Background: an optimization exercise with open tools, aiming at small area. Do not read the settings as production practice. In this exercise RTL edits were held to simulation tests only and were not proved equivalent to the original. Power and IR drop assume default switching activity.

File: flow/run.sh
#!/bin/bash
# Own flow: the standard layout, with the synthesis's ABC step run with an
# area-oriented script instead of the speed script. Everything else in the
# synthesis (synth_recipe.tcl and ORFS's synth.tcl) is unchanged, so the
# registers keep the names and cell types the standard synthesis gives them.
set -euo pipefail
W=$(pwd)
cat > "$W/area_abc.script" <<EOS
strash
&get -n
&deepsyn -T 60
&put
dch
amap
topo
EOS
cat > "$W/area_synth.tcl" <<EOS
proc abc {args} {
  set i [lsearch -exact \$args -script]
  if { \$i >= 0 } { lset args [expr {\$i + 1}] {$W/area_abc.script} }
  yosys abc {*}\$args
}
source {$W/synth_recipe.tcl}
EOS
sed "s#$W/synth_recipe.tcl#$W/area_synth.tcl#" standard.sh > "$W/area_standard.sh"
grep -q area_synth.tcl "$W/area_standard.sh"
export BUFFER_PORTS_ARGS="-buffer_cell sky130_fd_sc_hd__buf_1"
export CTS_ARGS="-sink_clustering_enable -repair_clock_nets -sink_clustering_size 20 -sink_clustering_max_diameter 50 -buf_list sky130_fd_sc_hd__clkbuf_8 -dont_use_dummy_load"
bash "$W/area_standard.sh" finish > "$W/flow_make.log" 2>&1
File: config.mk
export PLATFORM = sky130hd
export DESIGN_NAME = chk_block
export DESIGN_NICKNAME = chk_block
export VERILOG_FILES = /design/flow/design.v
export SDC_FILE = /design/flow/constraint.sdc
export NUM_CORES = 8
export LEC_CHECK = 0
export CAP_MARGIN = 20
export CORE_MARGIN = 2
export CORE_UTILIZATION = 60
export CTS_BUF_LIST = sky130_fd_sc_hd__clkbuf_8
export CTS_CLUSTER_DIAMETER = 50
export CTS_CLUSTER_SIZE = 20
export PLACE_DENSITY = 0.7
export SLEW_MARGIN = 20
File: constraint.sdc
create_clock -name core_clock -period 13.0 [get_ports {clk}]
set_input_delay 2.6000 -clock core_clock [delete_from_list [all_inputs] [get_ports {clk}]]
set_output_delay 2.6000 -clock core_clock [all_outputs]
set_load 0.01 [all_outputs]
File: standard.sh
#!/bin/bash
# synth_recipe.tcl (not shown) runs the flow's synth.tcl, then flattens the netlist and writes it again
# the make line also repeats each setting of config.mk as NAME=value (left out here)
make -C /OpenROAD-flow-scripts/flow DESIGN_CONFIG=/design/flow/config.mk WORK_HOME=/design/flow/orfs CLKGATE_MAP_FILE= SYNTH_SCRIPT=/design/flow/synth_recipe.tcl "${@:-finish}"
File: design.v
module chk_unit (
    input  wire [2:0]  alg,
    input  wire [31:0] state,
    input  wire [8:0]  aux,         
    input  wire [31:0] count,
    input  wire        st_right,    
    input  wire        st_split,    
    input  wire        st_left,     
    input  wire        st_ins31,
    input  wire        st_ins15,
    input  wire        crc_bit,     
    input  wire        crc_r,       
    input  wire        cnt_shift,
    input  wire        cnt_ins,
    input  wire        aux_shift,
    input  wire        aux_ins,
    input  wire        alg_load,
    input  wire [2:0]  alg_in,
    output wire [2:0]  alg_n,
    output reg  [31:0] state_n,
    output wire [8:0]  aux_n,
    output wire [31:0] count_n
);
    wire c16 = (alg[1:0] == 2'd1);           
    wire        fb_r  = crc_r & (state[0] ^ crc_bit);
    wire [31:0] rpoly = alg[0] ? 32'h82F6_3B78 : 32'hEDB8_8320;
    wire        fb_l  = (c16 ? state[15] : state[7]) ^ crc_bit;
    integer i;
    always @(*) begin
        state_n = state;
        if (st_right) begin
            state_n = {st_ins31, state[31:1]} ^ ({32{fb_r}} & {1'b0, rpoly[30:0]});
            if (st_split)
                state_n[15] = st_ins15;
        end else if (st_left) begin
            if (c16)
                state_n[15:0] = {state[14:0], 1'b0} ^ (fb_l ? 16'h1021 : 16'h0000);
            else
                state_n[7:0]  = {state[6:0], 1'b0} ^ (fb_l ? 8'h07 : 8'h00);
        end
    end
    assign count_n = cnt_shift ? {cnt_ins, count[31:1]} : count;
    assign aux_n   = aux_shift ? {aux_ins, aux[8:1]} : aux;
    assign alg_n   = alg_load ? alg_in : alg;
endmodule
module chk_block (
    input  wire        clk,
    input  wire        rst,
    input  wire        flr,
    input  wire        req_valid,
    output wire        req_ready,
    input  wire        req_write,
    input  wire        req_host,
    input  wire [7:0]  req_addr,
    input  wire [31:0] req_wdata,
    output wire        rsp_valid,
    output wire [31:0] rsp_rdata
);
    localparam [2:0] OP_CTRL  = 3'd0;
    localparam [2:0] OP_FEED  = 3'd1;    
    localparam [2:0] OP_STATE = 3'd2;
    localparam [2:0] OP_AUX   = 3'd3;
    localparam [2:0] OP_COUNT = 3'd4;
    localparam [2:0] OP_RES   = 3'd5;
    reg [8*3-1:0]  r_alg;
    reg [8*32-1:0] r_state;
    reg [8*9-1:0]  r_aux;
    reg [8*32-1:0] r_count;
    reg [2:0]      ptr;
    wire [2:0]  w_alg   = r_alg[23:21];
    wire [31:0] w_state = r_state[255:224];
    wire [8:0]  w_aux   = r_aux[71:63];
    wire [31:0] w_count = r_count[255:224];
    wire w_fl   = w_alg[2];
    wire w_c32  = !w_alg[2] && w_alg[1];
    wire w_c16  = !w_alg[2] && !w_alg[1] && w_alg[0];
    wire w_c8   = !w_alg[2] && !w_alg[1] && !w_alg[0];
    wire w_pend = w_aux[8];
    reg       sw_pend;
    reg       sw_on;
    reg       sw_all;
    reg [4:0] sw_k;
    always @(posedge clk) begin
        if (rst) begin
            sw_pend <= 1'b0;
            sw_on   <= 1'b1;
            sw_all  <= 1'b1;
            sw_k    <= 5'd0;
        end else if (flr) begin
            sw_pend <= 1'b1;
            sw_all  <= sw_all && (sw_on || sw_pend);
        end else if (sw_pend && ptr == 3'd7 && !(busy && f_unit[2])) begin
            sw_pend <= 1'b0;
            sw_on   <= 1'b1;
            sw_k    <= 5'd0;
        end else if (sw_on && ptr == 3'd7) begin
            sw_k <= sw_k + 5'd1;
            if (sw_k == 5'd31)
                sw_on <= 1'b0;
        end
    end
    wire sw_hit = sw_on && !rst && !flr && (sw_all || ptr[2]);
    wire       is_unit  = (req_addr[7:6] == 2'b01 || req_addr[7:6] == 2'b10)
                          && (req_addr[3] == 1'b0);
    wire       is_stat  = (req_addr == 8'h00);
    wire [2:0] unit_sel = {req_addr[7], req_addr[5:4]};
    wire [2:0] reg_sel  = req_addr[2:0];
    wire       at_unit  = (ptr == unit_sel);
    wire owned_drop = req_write && is_unit && req_host && !unit_sel[2];
    reg        busy;
    reg [2:0]  op;
    reg [2:0]  f_unit;
    reg [31:0] f_data;
    reg [6:0]  vc;         
    reg        p0;         
    reg        cc;         
    reg        c1, a1;      
    reg        c2, a2;      
    reg        ab;          
    wire quiet = !sw_pend && !sw_on && !flr && !rst;
    wire vis   = busy && (ptr == f_unit);
    wire res_hold  = !req_write && reg_sel == 3'd6 && w_fl && w_pend;
    wire res_start = quiet && !busy && req_valid && is_unit && at_unit && res_hold;
    wire res_resp  = vis && op == OP_RES && vc == 7'd48;
    wire late_op = (op == OP_RES);
    assign req_ready = quiet && (req_write ? (!is_unit || owned_drop || !busy)
                                           : (!busy || !late_op) &&
                                             (!is_unit || (at_unit &&
                                              (!busy || (unit_sel != f_unit && !res_hold)))));
    wire accept  = req_valid && req_ready;
    wire unit_wr = accept && req_write && is_unit && !owned_drop && reg_sel != 3'd6;
    wire       is_feed = (op == OP_FEED) || (op[2:1] == 2'b11);
    wire [1:0] f_nb    = {op == 3'd7, op == 3'd6};
    wire [4:0] k  = vc[4:0];
    wire [3:0] kk = vc[3:0];
    wire [2:0] pass = vc[6:4];
    wire       p_eff = (vc == 7'd0) ? w_pend : p0;
    wire [1:0] f_m   = p_eff ? ((f_nb == 2'd2) ? 2'd2 : 2'd1)
                             : ((f_nb == 2'd0) ? 2'd0 : (f_nb == 2'd1) ? 2'd1 : 2'd2);
    wire [2:0] last_pass = (op == OP_RES) ? 3'd5 :
                           (is_feed && w_fl && f_m != 2'd0) ? {f_m == 2'd2, f_m == 2'd1, 1'b0} : 3'd1;
    wire       last = ((kk == 4'd15) && (pass == last_pass)) ||
                      (op == OP_AUX && vc == 7'd8) || (op == OP_CTRL && !f_data[31]);
    always @(posedge clk) begin
        if (rst || (flr && f_unit[2] && (op != OP_RES || vc > 7'd48))) begin
            busy <= 1'b0;
        end else if (unit_wr && !busy) begin
            busy   <= 1'b1;
            op     <= (reg_sel == 3'd0) ? OP_CTRL  :
                      (reg_sel == 3'd4) ? OP_STATE :
                      (reg_sel == 3'd5) ? OP_AUX   :
                      (reg_sel == 3'd7) ? OP_COUNT :
                      (reg_sel == 3'd1) ? OP_FEED  : {2'b11, reg_sel[0]};
            f_unit <= unit_sel;
            f_data <= req_wdata;
            vc     <= 7'd0;
        end else if (res_start) begin
            busy   <= 1'b1;
            op     <= OP_RES;
            f_unit <= unit_sel;
            vc     <= 7'd0;
        end else if (vis) begin
            vc <= vc + 7'd1;
            if (last || (res_resp && ab))
                busy <= 1'b0;
        end
    end
    always @(posedge clk)
        if (!busy)
            ab <= 1'b0;
        else if (flr && f_unit[2])
            ab <= 1'b1;
    function stream;
        input [5:0] idx;
        begin
            if (idx[5:3] == 3'd0)
                stream = w_aux[0];
            else
                stream = f_data[idx - 6'd8];
        end
    endfunction
    wire is_res   = (op == OP_RES);
    wire is_fl_op = (is_feed && w_fl) || is_res;
    wire [1:0] m  = f_m;
    wire s1_on  = is_res ? (pass <= 3'd1 || pass >= 3'd4) : (is_fl_op && (pass < {m, 1'b0}));
    wire s1_add = s1_on && !pass[0];
    wire s2_on  = is_res ? (pass != 3'd0 && pass != 3'd5)
                         : (is_fl_op && (pass != 3'd0) && (pass <= {m, 1'b0}));
    wire s2_add = s2_on && pass[0];
    wire undo   = is_res && (pass >= 3'd3);
    wire [5:0] lo  = is_res ? 6'd0 : ({5'b00000, ~p_eff} + {3'b000, pass[2:1], 1'b0});
    wire       o1  = ((is_res && kk[3]) ? 1'b0 : sbit) ^ undo;
    wire x1 = w_state[0];
    wire x2 = w_state[16];
    wire kz = (kk == 4'd0);
    wire c1_in = kz ? (s1_add ? 1'b0 : c1) : c1;
    wire z1    = kz ? (a1 & (x1 ^ c1)) : a1;
    wire y1    = !s1_on ? x1 :
                 s1_add ? (x1 ^ o1 ^ c1_in) :
                 (z1 ? (undo & p0) : (x1 ^ c1_in));
    wire o2    = y1 ^ undo;
    wire c2_in = kz ? (s2_add ? 1'b0 : c2) : c2;
    wire z2    = kz ? (a2 & (x2 ^ c2)) : a2;
    wire y2    = !s2_on ? x2 :
                 s2_add ? (x2 ^ o2 ^ c2_in) :
                 (z2 ? (undo & cc) : (x2 ^ c2_in));
    always @(posedge clk) begin
        if (vis) begin
            if (s1_on) begin
                c1 <= s1_add ? ((x1 & o1) | (x1 & c1_in) | (o1 & c1_in)) : (x1 & c1_in);
                if (s1_add)
                    a1 <= (kk == 4'd1) ? y1 : (a1 & y1);
                else
                    a1 <= z1;
            end
            if (s2_on) begin
                c2 <= s2_add ? ((x2 & o2) | (x2 & c2_in) | (o2 & c2_in)) : (x2 & c2_in);
                if (s2_add)
                    a2 <= (kk == 4'd1) ? y2 : (a2 & y2);
                else
                    a2 <= z2;
            end
        end
    end
    wire [2:0] alg_next = (f_data[2:0] <= 3'd4) ? f_data[2:0] : w_alg;
    wire       init_bit = (alg_next == 3'd2 || alg_next == 3'd3) ||
                          (alg_next == 3'd1 && !k[4]);
    wire       in_width = w_c8 ? (k[4:3] == 2'b00) : w_c16 ? !k[4] : 1'b1;
    wire       crc_step = is_feed && !w_fl &&
                          (f_nb[1] || (f_nb[0] ? !k[4] : (k[4:3] == 2'b00)));
    wire       crc_d    = sbit;
    wire       nbit     = (k == {3'b000, f_nb});
    wire       cc_in    = (k == 5'd0) ? 1'b0 : cc;
    wire       cx       = w_count[0];
    always @(posedge clk)
        if (vis) begin
            if (is_res) begin
                if (pass == 3'd1)
                    cc <= (kz ? 1'b1 : cc) & x2;
            end else
                cc <= (cx & nbit) | (cx & cc_in) | (nbit & cc_in);
        end
    always @(posedge clk)
        if (vis && (is_res ? (pass == 3'd0) : (vc == 7'd0)))
            p0 <= is_res ? ((kz ? 1'b1 : p0) & x1) : w_pend;
    wire       pend_f  = p_eff ^ (f_nb == 2'd0);
    wire [2:0] f_n     = (f_nb == 2'd0) ? 3'd1 : (f_nb == 2'd1) ? 3'd2 : 3'd4;
    wire [2:0] byte_f  = f_n - {2'b00, !pend_f};
    wire       aux_fl  = (kk == 4'd8) ? pend_f : sbit;
    wire       fl_aux  = (pass == 3'd1);
    wire [1:0] lo_m1   = lo[1:0] - 2'd1 + {1'b0, kk[3]};
    wire [1:0] bf_m1   = byte_f[1:0] - 2'd1;
    wire [4:0] fidx    = is_fl_op ? (fl_aux ? {bf_m1, kk[2:0]} : {lo_m1, kk[2:0]})
                                  : (k ^ {2'b00, {3{crc_step && !w_c32}}});
    wire       use_aux = is_fl_op && (fl_aux ? (byte_f == 3'd0) : (lo[2:0] == 3'd0 && !kk[3]));
    wire       sbit    = use_aux ? w_aux[0] : f_data[fidx];
    wire       fd_k    = sbit;
    reg st_right, st_split, st_left, st_ins31, st_ins15;
    reg cnt_shift, cnt_ins, aux_shift, aux_ins, alg_load;
    reg [2:0] alg_in;
    reg crc_r, crc_bit;
    always @(*) begin
        st_right = 1'b0; st_split = 1'b0; st_left = 1'b0;
        st_ins31 = 1'b0; st_ins15 = 1'b0;
        cnt_shift = 1'b0; cnt_ins = 1'b0;
        aux_shift = 1'b0; aux_ins = 1'b0;
        alg_load = 1'b0; alg_in = alg_next;
        crc_r = 1'b0; crc_bit = crc_d;
        if (sw_hit) begin
            st_right  = 1'b1; st_ins31 = 1'b1;
            cnt_shift = 1'b1; cnt_ins  = 1'b0;
            aux_shift = (sw_k <= 5'd8); aux_ins = 1'b0;
            alg_load  = 1'b1; alg_in   = 3'd2;
        end else if (vis) begin
            case (op)
                OP_CTRL: begin
                    alg_load = (vc == 7'd0);
                    if (f_data[31]) begin
                        st_right  = 1'b1; st_ins31 = init_bit;
                        cnt_shift = 1'b1; cnt_ins  = 1'b0;
                        aux_shift = (k <= 5'd8); aux_ins = 1'b0;
                    end
                end
                OP_STATE: begin
                    st_right = 1'b1;
                    st_ins31 = in_width ? fd_k : w_state[0];
                end
                OP_AUX: begin
                    aux_shift = (k <= 5'd8); aux_ins = fd_k;
                end
                OP_COUNT: begin
                    cnt_shift = 1'b1; cnt_ins = fd_k;
                end
                OP_FEED, 3'd6, 3'd7: begin
                    cnt_shift = 1'b1;
                    cnt_ins   = cx ^ nbit ^ cc_in;
                    if (w_fl) begin
                        st_right  = 1'b1; st_split = 1'b1;
                        st_ins31  = y2;   st_ins15 = y1;
                        aux_shift = (vc <= 7'd8) || (fl_aux && kk <= 4'd8);
                        aux_ins   = fl_aux ? aux_fl : w_aux[0];
                        cnt_shift = (vc <= 7'd31);
                    end else if (crc_step) begin
                        if (w_c32) begin
                            st_right = 1'b1; crc_r = 1'b1;
                            st_ins31 = w_state[0] ^ crc_d;
                        end else
                            st_left = 1'b1;
                    end
                end
                default: begin  
                    st_right  = 1'b1; st_split = 1'b1;
                    st_ins31  = y2;   st_ins15 = y1;
                    aux_shift = (pass == 3'd0 || pass == 3'd4) && kk <= 4'd8;
                    aux_ins   = w_aux[0];
                end
            endcase
        end
    end
    wire [2:0]  n_alg;
    wire [31:0] n_state;
    wire [8:0]  n_aux;
    wire [31:0] n_count;
    chk_unit unit (
        .alg       (w_alg),
        .state     (w_state),
        .aux       (w_aux),
        .count     (w_count),
        .st_right  (st_right),
        .st_split  (st_split),
        .st_left   (st_left),
        .st_ins31  (st_ins31),
        .st_ins15  (st_ins15),
        .crc_bit   (crc_bit),
        .crc_r     (crc_r),
        .cnt_shift (cnt_shift),
        .cnt_ins   (cnt_ins),
        .aux_shift (aux_shift),
        .aux_ins   (aux_ins),
        .alg_load  (alg_load),
        .alg_in    (alg_in),
        .alg_n     (n_alg),
        .state_n   (n_state),
        .aux_n     (n_aux),
        .count_n   (n_count)
    );
    always @(posedge clk) begin
        r_alg   <= {r_alg[20:0],    n_alg};
        r_state <= {r_state[223:0], n_state};
        r_aux   <= {r_aux[62:0],    n_aux};
        r_count <= {r_count[223:0], n_count};
        if (rst)
            ptr <= 3'd0;
        else
            ptr <= ptr + 3'd1;
    end
    reg bad_alg_flag;
    reg unit_owned_flag;
    wire status_clr = accept && req_write && is_stat;
    wire bad_alg    = unit_wr && reg_sel == 3'd0 && (req_wdata[2:0] > 3'd4);
    always @(posedge clk) begin
        if (rst) begin
            bad_alg_flag    <= 1'b0;
            unit_owned_flag <= 1'b0;
        end else begin
            if (bad_alg)
                bad_alg_flag <= 1'b1;
            else if (status_clr && req_wdata[1])
                bad_alg_flag <= 1'b0;
            if (accept && owned_drop)
                unit_owned_flag <= 1'b1;
            else if (status_clr && req_wdata[0])
                unit_owned_flag <= 1'b0;
        end
    end
    wire rq     = !res_resp;
    wire sel_s  = (rq && is_unit && (reg_sel == 3'd4 || reg_sel == 3'd6)) || res_resp;
    wire inv    = rq && w_c32 && reg_sel[1];
    wire sel_c  = rq && is_unit && reg_sel == 3'd7;
    wire sel_a  = rq && is_unit && reg_sel == 3'd5;
    wire sel_g  = rq && is_unit && reg_sel == 3'd0;
    wire en_mid = sel_s && !w_c8;
    wire en_hi  = sel_s && !w_c8 && !w_c16;
    wire [31:0] s_en  = {{16{en_hi}}, {8{en_mid}}, {8{sel_s}}};
    wire [31:0] rd_small = {23'd0, w_aux & {9{sel_a}}} | {29'd0, w_alg & {3{sel_g}}} |
                        {30'd0, {bad_alg_flag, unit_owned_flag} & {2{rq && is_stat}}};
    assign rsp_valid = (accept && !req_write && !res_start) || res_resp;
    assign rsp_rdata = ((w_state ^ {32{inv}}) & s_en) | (w_count & {32{sel_c}}) | rd_small;
endmodule
==> reports/results.ini, run 1 <==
[outcome]
outcome = timing/DRC/antenna clean

[sta]
period_minus_slack_ns = 8.81
finalMaxSlewViolations = 0
fmax_ghz = 0.114
slew_headroom_pct = 32.7
hold_violations = 0
timing.clock.skew_ns = 0.0916
setup_viol = 0
max_slew.worst_pin.slew_ns = 1.00
period_share_pct = 67.7
rsz0062_at_grt = no
fin_tns_setup_ns = 0

[floorplan]
die-area_um2 = 31000
initial_utilization_pct = 61.3
die_y_um = 176
ios = 80
rows = 62
core_um2 = 28900
die_w_um = 176

[global_route]
grt_antenna_before_repair = 0
grt_max_degree = 34
met1_usage_pct = 31.9
busiest_layer = met2
grt_pass1_wl_um = 52400
met2_usage_pct = 35.1
grt-ovfl-total = 0
grt_util_all_layers_pct = 22.1
first_global_vias = 9643
grt_util_met3_pct = 3.38

[clock_tree]
cts_buffer_depth = 3
cts-resized-gates = 0
hold_buffers = 0
clk_pin_slew_ns = 0.11
cts_root_buf = clkbuf_8
cts_tree = yes
clk_latency_ns = 0.60
cts_sinks = 674
cts_buffers = 45
postCtsSetupBuffers = 0
h-tree-depth = 2

[layout]
final_cell_mix = 623 x dfxtp_1, 152 x clkinv_1, 123 x nor2_1
n_antenna_cell = 0
final_nets = 1560
layout-drive-gt1-share_pct = 3.75
fillCellCount = 2152
postLayoutCellArea_um2 = 19200
layout.cells.most_common = dfxtp_1
area_delta_synth_final_pct = 8.45
ff_latch_area_um2 = 14000
multi_input_area_um2 = 3170

[placement]
numPortBuffers = 79
place_hpwl_um = 24000
place_area_um2 = 18600
gp_congestion = 0.919

[routing]
ant_nets = 0
drt_iter0_markers = 628
dr.pass1.iters = 7
num_vias = 10098
wl_per_cell_um = 18.2
viasPerCell = 5.38
totalWireLength_um = 34200
drcViolationCount = 0

[yosys]
synthFlopType = dfxtp_1
netlist_area_um2 = 17700
synth_fp_nets = 1424
avgSynthCellArea_um2 = 13.1
synth_top_area_share_pct = 70.3
synth_edf_count = 51
yosys_register_bits = 674
synth_warnings = 2
yosysTopAreaCell = dfxtp_1
synth.distinct_cells = 45
yosysSeqAreaShare_pct = 79.0
synthCells = 1359
synth_area_leaders = dfxtp_1 70%, edfxtp_1 8.6%, clkinv_1 3.2%
ys_async_sr_fraction_pct = 0

[setup_path]
cp.required_ns = 10.40
arrival_ns = 6.21
crit_fanout = 25
crit_type = input pin to primary output
worstSetupEndpointType = primary output
rrSetupSlack_ns = 4.73
startpoint_type = input pin

[power_and_ir_drop]
p_leak_nw = 7.32
powerDensity_nw_per_um2 = 181
peakVddDrop_uv = 112

[min_path]
hp-class = flip-flop to flip-flop

[run]
cap_violations = 0

-- cells by family after synthesis --
| kind of cell | synth area share [%] |
|---|---|
| buffers and inverters | 3.22 |
| and+or+nand+nor | 5.69 |
| DFF | 79.0 |
| AOI/OAI and AO/OA | 10.7 |
| adders and majority gates | 1.47 |
-- layout make-up --
class	instances	area share (%)
Inverter	152	2.97
Tap cell	384	2.50
Multi-Input combinational cell	533	16.5
Sequential cell	674	72.8
Clock buffer	45	3.22
Timing Repair Buffer	89	2.04
-- report_power, final --
group          switching (mW)  total [mW]  internal (mW)  leakage, nW
logic                  0.0909       0.137         0.0466         1.31
registers              0.0900        2.46           2.37         5.69
clock network           0.560       0.872          0.312        0.324
-- layer usage --
layer,vias up,routed length (um)
met1,4807,16400
met4,0,652
li1,4932,-
met3,56,1810
met2,303,15300
met5,-,0
-- worst max-delay path: stages --
cell	delay (ns)
buf_1	0.14
clkinv_1	0.15
ha_1	0.30
nand2b_1	0.15
or3_1	0.40
nor2_1	0.55
clkinv_1	1.01
o21ai_0	0.68
buf_1	0.21
-- worst paths after layout --
| path | startpoint | depth (start not counted) | end |
|---|---|---|---|
| worst max-delay path | req_addr[7] | 9 | rsp_rdata[9] |
| worst min-delay path | r_alg[15]$_DFF_P_ | 0 | r_alg[18]$_DFF_P_ |
| worst max register to register | op[2]$_SDFFCE_PN1P_ | 24 | r_state[13]$_DFF_P_ |
| worst min register to register | r_alg[15]$_DFF_P_ | 0 | r_alg[18]$_DFF_P_ |
-- metrics by stage --
stage                     total power [mW]  util, %  hold WS (ns)  cells  setup slack, ns
after floorplan                       2.56        -         0.310   1359             5.49
after global placement                2.63     64.2         0.309   1831             4.44
after detailed placement              2.65     64.3         0.312   1832             4.32
after CTS                             3.50     66.5         0.249   1877             4.30
after global routing                  3.62     66.5         0.252   1877             3.95
final                                 3.47     66.5         0.258   1877             4.19
-- Yosys cell counts, drive strengths merged, types with 2 or more instances --
cell type and count:
a2111oi 3, a211oi 8, a21oi 34, a221o 2, a221oi 13, a222oi 9
a22o 2, a22oi 5, a31oi 3, a32o 2, a32oi 2, and3 3
clkinv 152, dfxtp 623, edfxtp 51, fa 3, ha 16, nand2 54
nand3 10, nor2 123, nor2b 4, nor3 18, nor4 11, o211ai 4
o21a 6, o21ai 51, o21bai 3, o221ai 36, o22a 2, o22ai 76
o31ai 3, o32ai 4, o41ai 2, or2 3, or3 7, or4 2
-- state kept, by name, indices dropped and copies added, names as in the netlist, 5 cells and up --
register / flops
sw_k: 5
r_state: 256
r_alg: 24
f_data: 32
r_count: 256
vc: 7
r_aux: 72
==> inputs of run 2 (changes only) <==
--- a/config.mk
+++ b/config.mk
@@ -7,9 +7,9 @@
 export LEC_CHECK = 0
 export CAP_MARGIN = 20
 export CORE_MARGIN = 2
-export CORE_UTILIZATION = 60
+export CORE_UTILIZATION = 70
 export CTS_BUF_LIST = sky130_fd_sc_hd__clkbuf_8
 export CTS_CLUSTER_DIAMETER = 50
 export CTS_CLUSTER_SIZE = 20
-export PLACE_DENSITY = 0.7
+export PLACE_DENSITY = 0.85
 export SLEW_MARGIN = 20
==> reports/results.ini, run 2 <==
[outcome]
outcome = timing/DRC/antenna clean  ; unchanged

[clock_tree]
cts_buffer_depth = 3  ; unchanged
cts_tree = yes  ; unchanged
cts_root_buf = clkbuf_8  ; unchanged
clk_latency_ns = 0.60  ; about the same
postCtsSetupBuffers = 0  ; unchanged
cts_sinks = 674  ; unchanged
cts_buffers = 43  ; was 45
clk_pin_slew_ns = 0.12  ; was 0.11 ns
cts-resized-gates = 0  ; unchanged
hold_buffers = 0  ; unchanged
h-tree-depth = 2  ; unchanged

[layout]
fillCellCount = 1534  ; was 2152
final_nets = 1558  ; was 1560
ff_latch_area_um2 = 14000  ; unchanged
layout-drive-gt1-share_pct = 3.69  ; was 3.75%
multi_input_area_um2 = 3170  ; unchanged
top_regs = r_count (256), r_state (256), r_aux (72)  ; unchanged
final_cell_mix = 623 x dfxtp_1, 151 x clkinv_1, 123 x nor2_1  ; was 623 x dfxtp_1, 152 x clkinv_1, 123 x nor2_1
layout.cells.most_common = dfxtp_1  ; unchanged
fin_util_pct = 76.4  ; was 66.5%
n_antenna_cell = 0  ; unchanged
area_delta_synth_final_pct = 7.80  ; was 8.45%

[sta]
period_minus_slack_ns = 8.62  ; was 8.81 ns
fin_tns_setup_ns = 0  ; unchanged
finalMaxSlewViolations = 0  ; unchanged
slew_headroom_pct = 35.3  ; was 32.7%
setup_viol = 0  ; unchanged
timing.clock.skew_ns = 0.102  ; was 0.0916 ns
rsz0062_at_grt = no  ; unchanged
fmax_ghz = 0.116  ; was 0.114 GHz
period_share_pct = 66.3  ; was 67.7%
max_slew.worst_pin.slew_ns = 0.964  ; was 1.00 ns
hold_violations = 0  ; unchanged

[floorplan]
initial_utilization_pct = 70.8  ; was 61.3%
rows = 58  ; was 62
die_w_um = 163  ; was 176 um
die-area_um2 = 26600  ; was 31000 um^2
die_y_um = 163  ; was 176 um
ios = 80  ; unchanged
core_um2 = 25000  ; was 28900 um^2

[global_route]
busiest_layer = met2  ; unchanged
grt-ovfl-total = 0  ; unchanged
grt_pass1_wl_um = 57300  ; was 52400 um
grt_antenna_before_repair = 0  ; unchanged
grt_util_all_layers_pct = 28.7  ; was 22.1%
met1_usage_pct = 38.1  ; was 31.9%
met2_usage_pct = 49.0  ; was 35.1%
grt_util_met3_pct = 4.57  ; was 3.38%
first_global_vias = 10279  ; was 9643
grt_max_degree = 35  ; was 34

[yosys]
yosysTopAreaCell = dfxtp_1  ; unchanged
yosysMostFrequentCell = dfxtp_1  ; unchanged
synth_area_leaders = dfxtp_1 70%, edfxtp_1 8.6%, clkinv_1 3.2%  ; unchanged
synthFlopType = dfxtp_1  ; unchanged
synth_common_cells = 623 x dfxtp_1, 152 x clkinv_1, 123 x nor2_1  ; unchanged
synth_edf_count = 51  ; unchanged
avgSynthCellArea_um2 = 13.1  ; unchanged
synth_fp_nets = 1424  ; unchanged
synth.distinct_cells = 45  ; unchanged
yosysSeqAreaShare_pct = 79.0  ; unchanged
netlist_area_um2 = 17700  ; unchanged
synthCells = 1359  ; unchanged
synth_warnings = 2  ; unchanged
yosys_register_bits = 674  ; unchanged
ys_async_sr_fraction_pct = 0  ; unchanged
synth_top_area_share_pct = 70.3  ; unchanged

[routing]
ant_nets = 0  ; unchanged
drt_iter0_markers = 1118  ; was 628
dr.pass1.iters = 6  ; was 7
wl_per_cell_um = 20.7  ; was 18.2 um
totalWireLength_um = 37800  ; was 34200 um
drcViolationCount = 0  ; unchanged
num_vias = 10509  ; was 10098
viasPerCell = 5.77  ; was 5.38

[run]
cap_violations = 0  ; unchanged

[placement]
numPortBuffers = 79  ; unchanged
place_hpwl_um = 26000  ; was 24000 um
gp_congestion = 0.980  ; was 0.919

[min_path]
hp-class = flip-flop to flip-flop  ; unchanged

[setup_path]
path_delay_family = buffers and inverters  ; unchanged
crit_fanout = 25  ; unchanged
startpoint_type = input pin  ; unchanged
arrival_ns = 6.02  ; was 6.21 ns
crit_type = input pin to primary output  ; unchanged
crit_chain = buf_1, clkinv_1, ha_1, nand2b_1, or3_1, nor2_1, clkinv_1, o221ai_1, buf_1  ; was buf_1, clkinv_1, ha_1, nand2b_1, or3_1, nor2_1, clkinv_1, o21ai_0, buf_1
cpPeakStageDelay_ns = 0.95  ; was 1.01 ns
cp.required_ns = 10.40  ; about the same
worstSetupEndpointType = primary output  ; unchanged
crit_slowest_cell = clkinv_1  ; unchanged
path_buf_inv = 4  ; unchanged

[power_and_ir_drop]
powerDensity_nw_per_um2 = 183  ; was 181 nW/um^2
p_leak_nw = 7.31  ; was 7.32 nW
peakVddDrop_uv = 147  ; was 112 uV

## run 2: cell counts after synthesis
No cell type changed its count.
## run 2: final timing paths
path / start / end / slack [ns] / depth (start not counted)
worst max-delay path: req_addr[7] / rsp_rdata[2] / 4.38 / 9
worst min-delay path: r_state[35]$_DFF_P_ / r_state[67]$_DFF_P_ / 0.25 / 0
worst max register to register: op[1]$_SDFFCE_PP0P_ / r_state[13]$_DFF_P_ / 4.81 / 24
worst min register to register: r_state[35]$_DFF_P_ / r_state[67]$_DFF_P_ / 0.25 / 0
## run 2: logic make-up after synthesis
kind of cell | count (synthesis) | synth area share, %
AND/OR/NAND/NOR | 237 | 5.69
adder cells (fa/ha/maj) | 19 | 1.47
AO/OA/AOI/OAI | 277 | 10.7
buffers and inverters | 152 | 3.22
flip-flops | 674 | 79.0
## run 2: routing by layer
layer  share of wire (%)  wire [um]
met1                  42      15700
met2                  49      18600
met3                 6.6       2490
met4                 2.5        958
met5                   0          0
## run 2: through the flow
step | setup slack, ns | power [mW] | cells | hold slack, ns | cell area, um^2
final | 4.38 | 3.49 | 1821 | 0.251 | 19100
after global routing | 4.20 | 3.61 | 1821 | 0.255 | 19100
after CTS | 4.46 | 3.51 | 1821 | 0.245 | 19100
after detailed placement | 4.46 | 2.66 | 1778 | 0.312 | 18500
after global placement | 4.65 | 2.63 | 1778 | 0.310 | 18500
after floorplan | 5.49 | 2.56 | 1359 | 0.310 | 17700
## run 2: area by class of cell
class / count / share of cell area (%)
repair buffers: 89 / 1.94
flip-flops and latches: 674 / 73.2
inverters: 152 / 2.98
well taps: 330 / 2.16
multi-input cells: 533 / 16.6
clock buffers: 43 / 3.10
## run 2: power breakdown
group / internal [mW] / total, mW / switching (mW)
clock network: 0.299 / 0.866 / 0.567
logic: 0.0468 / 0.142 / 0.0949
registers: 2.38 / 2.48 / 0.108
total: 2.72 / 3.49 / 0.770
==> inputs of run 3 (changes only) <==
--- a/flow/run.sh
+++ b/flow/run.sh
@@ -25,5 +25,5 @@
 sed "s#$W/synth_recipe.tcl#$W/area_synth.tcl#" standard.sh > "$W/area_standard.sh"
 grep -q area_synth.tcl "$W/area_standard.sh"
 export BUFFER_PORTS_ARGS="-buffer_cell sky130_fd_sc_hd__buf_1"
-export CTS_ARGS="-sink_clustering_enable -repair_clock_nets -sink_clustering_size 20 -sink_clustering_max_diameter 50 -buf_list sky130_fd_sc_hd__clkbuf_8 -dont_use_dummy_load"
+export CTS_ARGS="-sink_clustering_enable -repair_clock_nets -sink_clustering_size 22 -sink_clustering_max_diameter 55 -buf_list sky130_fd_sc_hd__clkbuf_8 -dont_use_dummy_load"
 bash "$W/area_standard.sh" finish > "$W/flow_make.log" 2>&1
==> reports/results.ini, run 3 <==
[sta]
worst_hold_slack_ns = 0.233  ; was 0.251 ns
period_share_pct = 66.4  ; was 66.3%
max_slew.worst_pin.slew_ns = 0.960  ; was 0.964 ns
timing.clock.skew_ns = 0.127  ; was 0.102 ns
rsz0062_at_grt = no  ; unchanged
slew_headroom_pct = 35.6  ; was 35.3%
hold_violations = 0  ; unchanged
fin_tns_setup_ns = 0  ; unchanged
period_minus_slack_ns = 8.63  ; was 8.62 ns
setup_viol = 0  ; unchanged
fmax_ghz = 0.116  ; about the same
finalMaxSlewViolations = 0  ; unchanged

[global_route]
first_global_vias = 9956  ; was 10279
grt_max_degree = 35  ; unchanged
grt_antenna_before_repair = 0  ; unchanged
grt_pass1_wl_um = 54300  ; was 57300 um
grt_util_all_layers_pct = 27.0  ; was 28.7%
grt-ovfl-total = 0  ; unchanged

[floorplan]
initial_utilization_pct = 70.8  ; unchanged
rows = 58  ; unchanged
die-area_um2 = 26600  ; unchanged
ios = 80  ; unchanged
die_w_um = 163  ; unchanged
die_y_um = 163  ; unchanged
core_um2 = 25000  ; unchanged

[yosys]
synth_common_cells = 623 x dfxtp_1, 152 x clkinv_1, 123 x nor2_1  ; unchanged
yosysMostFrequentCell = dfxtp_1  ; unchanged
avgSynthCellArea_um2 = 13.1  ; unchanged
synth_warnings = 2  ; unchanged
synth_fp_nets = 1424  ; unchanged
yosys_register_bits = 674  ; unchanged
yosysSeqAreaShare_pct = 79.0  ; unchanged
yosysTopAreaCell = dfxtp_1  ; unchanged
synth_edf_count = 51  ; unchanged
ys_async_sr_fraction_pct = 0  ; unchanged
synth_area_leaders = dfxtp_1 70%, edfxtp_1 8.6%, clkinv_1 3.2%  ; unchanged
netlist_area_um2 = 17700  ; unchanged
synth_top_area_share_pct = 70.3  ; unchanged
synth.distinct_cells = 45  ; unchanged
synthFlopType = dfxtp_1  ; unchanged
synthCells = 1359  ; unchanged

[setup_path]
cp.required_ns = 10.40  ; about the same
startpoint_type = input pin  ; unchanged
crit_type = input pin to primary output  ; unchanged
cpPeakStageDelay_ns = 0.94  ; was 0.95 ns
worstSetupEndpointType = primary output  ; unchanged
arrival_ns = 6.03  ; was 6.02 ns
crit_fanout = 25  ; unchanged
crit_slowest_cell = clkinv_1  ; unchanged
crit_chain = buf_1, clkinv_1, ha_1, nand2b_1, or3_1, nor2_1, clkinv_1, o221ai_1, buf_1  ; unchanged

[routing]
drt_iter0_markers = 1156  ; was 1118
num_vias = 10375  ; was 10509
ant_nets = 0  ; unchanged
drcViolationCount = 0  ; unchanged
viasPerCell = 5.71  ; was 5.77
dr.pass1.iters = 8  ; was 6
totalWireLength_um = 35800  ; was 37800 um
wl_per_cell_um = 19.7  ; was 20.7 um

[power_and_ir_drop]
p_leak_nw = 7.28  ; was 7.31 nW
powerDensity_nw_per_um2 = 180  ; was 183 nW/um^2
peakVddDrop_uv = 149  ; was 147 uV

[clock_tree]
h-tree-depth = 2  ; unchanged
clk_latency_ns = 0.60  ; about the same
hold_buffers = 0  ; unchanged
postCtsSetupBuffers = 0  ; unchanged
cts_sinks = 674  ; unchanged
cts_tree = yes  ; unchanged
cts_buffer_depth = 3  ; unchanged
cts-resized-gates = 0  ; unchanged
cts_buffers = 39  ; was 43
clk_pin_slew_ns = 0.11  ; was 0.12 ns
cts_root_buf = clkbuf_8  ; unchanged

[outcome]
outcome = timing/DRC/antenna clean  ; unchanged

[layout]
area_delta_synth_final_pct = 7.49  ; was 7.80%
fin_util_pct = 76.1  ; was 76.4%
final_nets = 1554  ; was 1558
fillCellCount = 1541  ; was 1534
layout.cells.most_common = dfxtp_1  ; unchanged
top_regs = r_count (256), r_state (256), r_aux (72)  ; unchanged
layout-drive-gt1-share_pct = 3.43  ; was 3.69%
final_cell_mix = 623 x dfxtp_1, 151 x clkinv_1, 123 x nor2_1  ; unchanged
n_antenna_cell = 0  ; unchanged

[min_path]
hp-class = flip-flop to flip-flop  ; unchanged

[placement]
gp_congestion = 0.980  ; unchanged
numPortBuffers = 79  ; unchanged
place_hpwl_um = 26000  ; unchanged

[run]
cap_violations = 0  ; unchanged

-- run 3: final cells by class --
class                   count  area [um^2]  share of cell area [%]
clock buffers              39          537                    2.82
inverters                 152          571                    2.99
multi-input cells         533         3170                    16.6
flip-flops and latches    674        14000                    73.5
well taps                 330          413                    2.17
repair buffers             89          372                    1.95
-- run 3: cell families after synthesis --
| group | count (synthesis) | share of synthesized area [%] |
|---|---|---|
| compound gates | 277 | 10.7 |
| fa+ha+maj | 19 | 1.47 |
| buf+inv | 152 | 3.22 |
| flops | 674 | 79.0 |
| simple gates | 237 | 5.69 |
-- run 3: worst max-delay path: cells and delay by family --
kind	cells	cell delay (ns)
buf+inv	4	1.43
compound gates	1	0.61
fa+ha+maj	1	0.30
simple gates	3	1.08
-- run 3: routing by layer --
layer | global-route usage [%] | routed length [um] | share of wire, %
met2 | 46.1 | 17300 | 48
met5 | 0 | 0 | 0
met1 | 36.4 | 15200 | 42
met3 | 4.01 | 2470 | 6.9
met4 | 7.48 | 860 | 2.4
-- run 3: power by group --
part           switching [mW]  internal [mW]  total, mW
Combinational          0.0935         0.0468      0.140
Sequential              0.100           2.37       2.47
Clock                   0.550          0.273      0.823
Total                   0.744           2.69       3.44
-- run 3: stage by stage --
step	worst slack (ns)	power [mW]	instances	instance area (um^2)
after floorplan	5.49	2.56	1359	17700
after global placement	4.65	2.63	1778	18500
after detailed placement	4.46	2.66	1778	18500
after CTS	4.47	3.45	1817	19100
after global routing	4.22	3.56	1817	19100
final	4.37	3.44	1817	19100
-- run 3: path summary, 6_finish.rpt --
kind                        from                  end  slack [ns]  cells after the start
max                  req_addr[7]         rsp_rdata[2]        4.37                      9
min           r_state[2]$_DFF_P_  r_state[34]$_DFF_P_        0.23                      0
max reg2reg  op[1]$_SDFFCE_PP0P_  r_state[11]$_DFF_P_        4.96                     24
min reg2reg   r_state[2]$_DFF_P_  r_state[34]$_DFF_P_        0.23                      0
==> inputs of run 4 (changes only) <==
--- a/flow/run.sh
+++ b/flow/run.sh
@@ -25,5 +25,5 @@
 sed "s#$W/synth_recipe.tcl#$W/area_synth.tcl#" standard.sh > "$W/area_standard.sh"
 grep -q area_synth.tcl "$W/area_standard.sh"
 export BUFFER_PORTS_ARGS="-buffer_cell sky130_fd_sc_hd__buf_1"
-export CTS_ARGS="-sink_clustering_enable -repair_clock_nets -sink_clustering_size 22 -sink_clustering_max_diameter 55 -buf_list sky130_fd_sc_hd__clkbuf_8 -dont_use_dummy_load"
+export CTS_ARGS="-sink_clustering_enable -repair_clock_nets -sink_clustering_size 20 -sink_clustering_max_diameter 65 -buf_list sky130_fd_sc_hd__clkbuf_8 -dont_use_dummy_load"
 bash "$W/area_standard.sh" finish > "$W/flow_make.log" 2>&1
==> reports/results.ini, run 4 <==
[outcome]
outcome = timing/DRC/antenna clean  ; unchanged

[yosys]
synthXorXnorAreaFrac_pct = 0  ; unchanged
synth_top_area_share_pct = 70.3  ; unchanged
synthSimpleGateAreaFrac_pct = 5.69  ; unchanged
synth_area_leaders = dfxtp_1 70%, edfxtp_1 8.6%, clkinv_1 3.2%  ; unchanged
synth_edf_count = 51  ; unchanged
synth_fp_nets = 1424  ; unchanged
yosys_register_bits = 674  ; unchanged
synthMuxAreaShare_pct = 0  ; unchanged
yosysMostFrequentCell = dfxtp_1  ; unchanged
synth_common_cells = 623 x dfxtp_1, 152 x clkinv_1, 123 x nor2_1  ; unchanged
avgSynthCellArea_um2 = 13.1  ; unchanged
synthFlopType = dfxtp_1  ; unchanged
yosys.area_share.adder_pct = 1.47  ; unchanged
synth_top_family_by_area = compound AO/OA/AOI/OAI gates  ; unchanged
synthCells = 1359  ; unchanged
synth_compound_area_share_pct = 10.7  ; unchanged
yosysTopAreaCell = dfxtp_1  ; unchanged
synth.distinct_cells = 45  ; unchanged
ys_async_sr_fraction_pct = 0  ; unchanged
netlist_area_um2 = 17700  ; unchanged
yosysSeqAreaShare_pct = 79.0  ; unchanged
synth_warnings = 2  ; unchanged

[clock_tree]
cts_root_buf = clkbuf_8  ; unchanged
cts_sinks = 674  ; unchanged
cts_tree = yes  ; unchanged
clk_pin_slew_ns = 0.11  ; about the same
hold_buffers = 0  ; unchanged
cts_buffer_depth = 3  ; unchanged
cts_buffers = 40  ; was 39
clk_latency_ns = 0.58  ; was 0.60 ns
postCtsSetupBuffers = 0  ; unchanged
cts-resized-gates = 0  ; unchanged
h-tree-depth = 2  ; unchanged

[power_and_ir_drop]
sw_frac_of_total_pct = 21.9  ; was 21.6%
pwr-share-comb_pct = 4.1  ; about the same
p_switching_uw = 759  ; was 744 uW
p_clk_share_pct = 24.2  ; was 23.9%
power_frac_seq_pct = 71.7  ; was 72.0%
peakVddDrop_uv = 146  ; was 149 uV
powerDensity_nw_per_um2 = 181  ; was 180 nW/um^2
cell_internal_pwr_mw = 2.70  ; was 2.69 mW
p_leak_nw = 7.29  ; was 7.28 nW

[global_route]
grt_util_all_layers_pct = 28.2  ; was 27.0%
grt-ovfl-total = 0  ; unchanged
first_global_vias = 10334  ; was 9956
grt_antenna_before_repair = 0  ; unchanged
grt_pass1_wl_um = 56500  ; was 54300 um
grt_max_degree = 35  ; unchanged

[sta]
finalMaxSlewViolations = 0  ; unchanged
rsz0062_at_grt = no  ; unchanged
hold_violations = 0  ; unchanged
max_slew.worst_pin.slew_ns = 0.951  ; was 0.960 ns
period_share_pct = 66.3  ; was 66.4%
setup_viol = 0  ; unchanged
period_minus_slack_ns = 8.62  ; was 8.63 ns
timing.clock.skew_ns = 0.0800  ; was 0.127 ns
fin_tns_setup_ns = 0  ; unchanged
fin_ws_ns = 4.38  ; was 4.37 ns
slew_headroom_pct = 36.2  ; was 35.6%
fmax_ghz = 0.116  ; about the same

[setup_path]
arrival_ns = 6.02  ; was 6.03 ns
crit_fanout = 25  ; unchanged
worstSetupEndpointType = primary output  ; unchanged
startpoint_type = input pin  ; unchanged
cp.required_ns = 10.40  ; about the same
crit_type = input pin to primary output  ; unchanged

[floorplan]
die_y_um = 163  ; unchanged
ios = 80  ; unchanged
core_um2 = 25000  ; unchanged
die-area_um2 = 26600  ; unchanged
initial_utilization_pct = 70.8  ; unchanged
die_w_um = 163  ; unchanged
rows = 58  ; unchanged

[routing]
drt_iter0_markers = 1041  ; was 1156
num_vias = 10475  ; was 10375
dr.pass1.iters = 10  ; was 8
wl_per_cell_um = 20.5  ; was 19.7 um
ant_nets = 0  ; unchanged
drcViolationCount = 0  ; unchanged
totalWireLength_um = 37200  ; was 35800 um
viasPerCell = 5.76  ; was 5.71

[min_path]
hp-class = flip-flop to flip-flop  ; unchanged

[layout]
top_regs = r_count (256), r_state (256), r_aux (72)  ; unchanged
fillCellCount = 1527  ; was 1541
layout.cells.most_common = dfxtp_1  ; unchanged
final_nets = 1555  ; was 1554
n_antenna_cell = 0  ; unchanged
final_cell_mix = 623 x dfxtp_1, 151 x clkinv_1, 123 x nor2_1  ; unchanged
layout-drive-gt1-share_pct = 3.49  ; was 3.43%
area_delta_synth_final_pct = 7.57  ; was 7.49%

[run]
cap_violations = 0  ; unchanged

[placement]
numPortBuffers = 79  ; unchanged
place_hpwl_um = 26000  ; unchanged
dpl_worst_slack_ns = 4.46  ; unchanged
gp_congestion = 0.980  ; unchanged

run 4: cell counts after synthesis:
Identical to the previous run, type by type.
run 4: kinds of logic after synthesis:
family          count (synthesis)
fa+ha+maj                      19
compound gates                277
flops                         674
buf+inv                       152
simple gates                  237
run 4: power by group through the flow:
stage | Combinational [mW] | Clock, mW | Sequential [mW]
detailed placement | 0.137 | 0 | 2.52
CTS | 0.140 | 0.852 | 2.48
global route | 0.154 | 0.923 | 2.50
finish | 0.142 | 0.838 | 2.48
floorplan | 0.0840 | 0 | 2.47
global placement | 0.130 | 0 | 2.50
run 4: final timing paths:
path / slack, ns / depth (start not counted) / to / startpoint
max: 4.38 / 9 / rsp_rdata[2] / req_addr[7]
max reg2reg: 4.92 / 24 / r_state[11]$_DFF_P_ / op[1]$_SDFFCE_PP0P_
min: 0.31 / 0 / r_state[67]$_DFF_P_ / r_state[35]$_DFF_P_
min reg2reg: 0.31 / 0 / r_state[67]$_DFF_P_ / r_state[35]$_DFF_P_
run 4: cell type report:
class / instances / area, um^2 / area share (%)
flip-flops and latches: 674 / 14000 / 73.4
repair buffers: 89 / 372 / 1.95
well taps: 330 / 413 / 2.16
multi-input cells: 533 / 3170 / 16.6
clock buffers: 40 / 551 / 2.89
inverters: 152 / 571 / 2.99
run 4: per-stage QoR:
stage          cell area, um^2  hold slack [ns]  power [mW]  cells  util, %
2_1_floorplan            17700            0.310        2.56   1359        -
3_3_place_gp             18500            0.310        2.63   1778     74.0
3_5_place_dp             18500            0.312        2.66   1778     74.0
4_1_cts                  19100            0.290        3.47   1818     76.2
5_1_grt                  19100            0.305        3.58   1818     76.2
6_report                 19100            0.311        3.46   1818     76.2
run 4: routing by layer:
| layer | GRT usage [%] | wire length (um) | vias up |
|---|---|---|---|
| met5 | 0 | 0 | - |
| li1 | - | - | 4919 |
| met4 | 8.05 | 951 | 0 |
| met3 | 4.60 | 2290 | 83 |
| met1 | 37.4 | 15700 | 5054 |
| met2 | 48.5 | 18200 | 419 |
run 4: worst max-delay path, stage by stage:
cell      delay, ns
buf_1          0.15
clkinv_1       0.15
ha_1           0.30
nand2b_1       0.17
or3_1          0.41
nor2_1         0.51
clkinv_1       0.94
o221ai_1       0.61
buf_1          0.19

## port drivers added, routing unchanged
No port has a modelled driver above. Below, the same layouts with a new extraction and two added sets of constraints. Step 1, drivers: a clkbuf_16 drives clk and a buf_2 each remaining input, both assumed. Step 2 moves the port delays by t, midway between the first and last clock arrival at a register: inputs arrive t later, outputs are due t later. That takes back most of the time a late clock gives input paths. a / b / c = no drivers / after step 1 / after step 2; a / b = the first two.
run | t, ns | setup WS [ns] | worst register clock-pin slew, ns | worst slew at a driven data input, ns | pins driven straight from the clock port
run 1 | 0.604 | 4.193 / 4.171 / 4.171 | 0.11 / 0.11 | 0.05 | 1
run 2 | 0.594 | 4.384 / 4.359 / 4.359 | 0.12 / 0.12 | 0.05 | 1
run 3 | 0.589 | 4.367 / 4.343 / 4.343 | 0.12 / 0.12 | 0.06 | 1
run 4 | 0.584 | 4.379 / 4.354 / 4.354 | 0.12 / 0.12 | 0.05 | 1
After both steps every run listed still meets setup and hold.
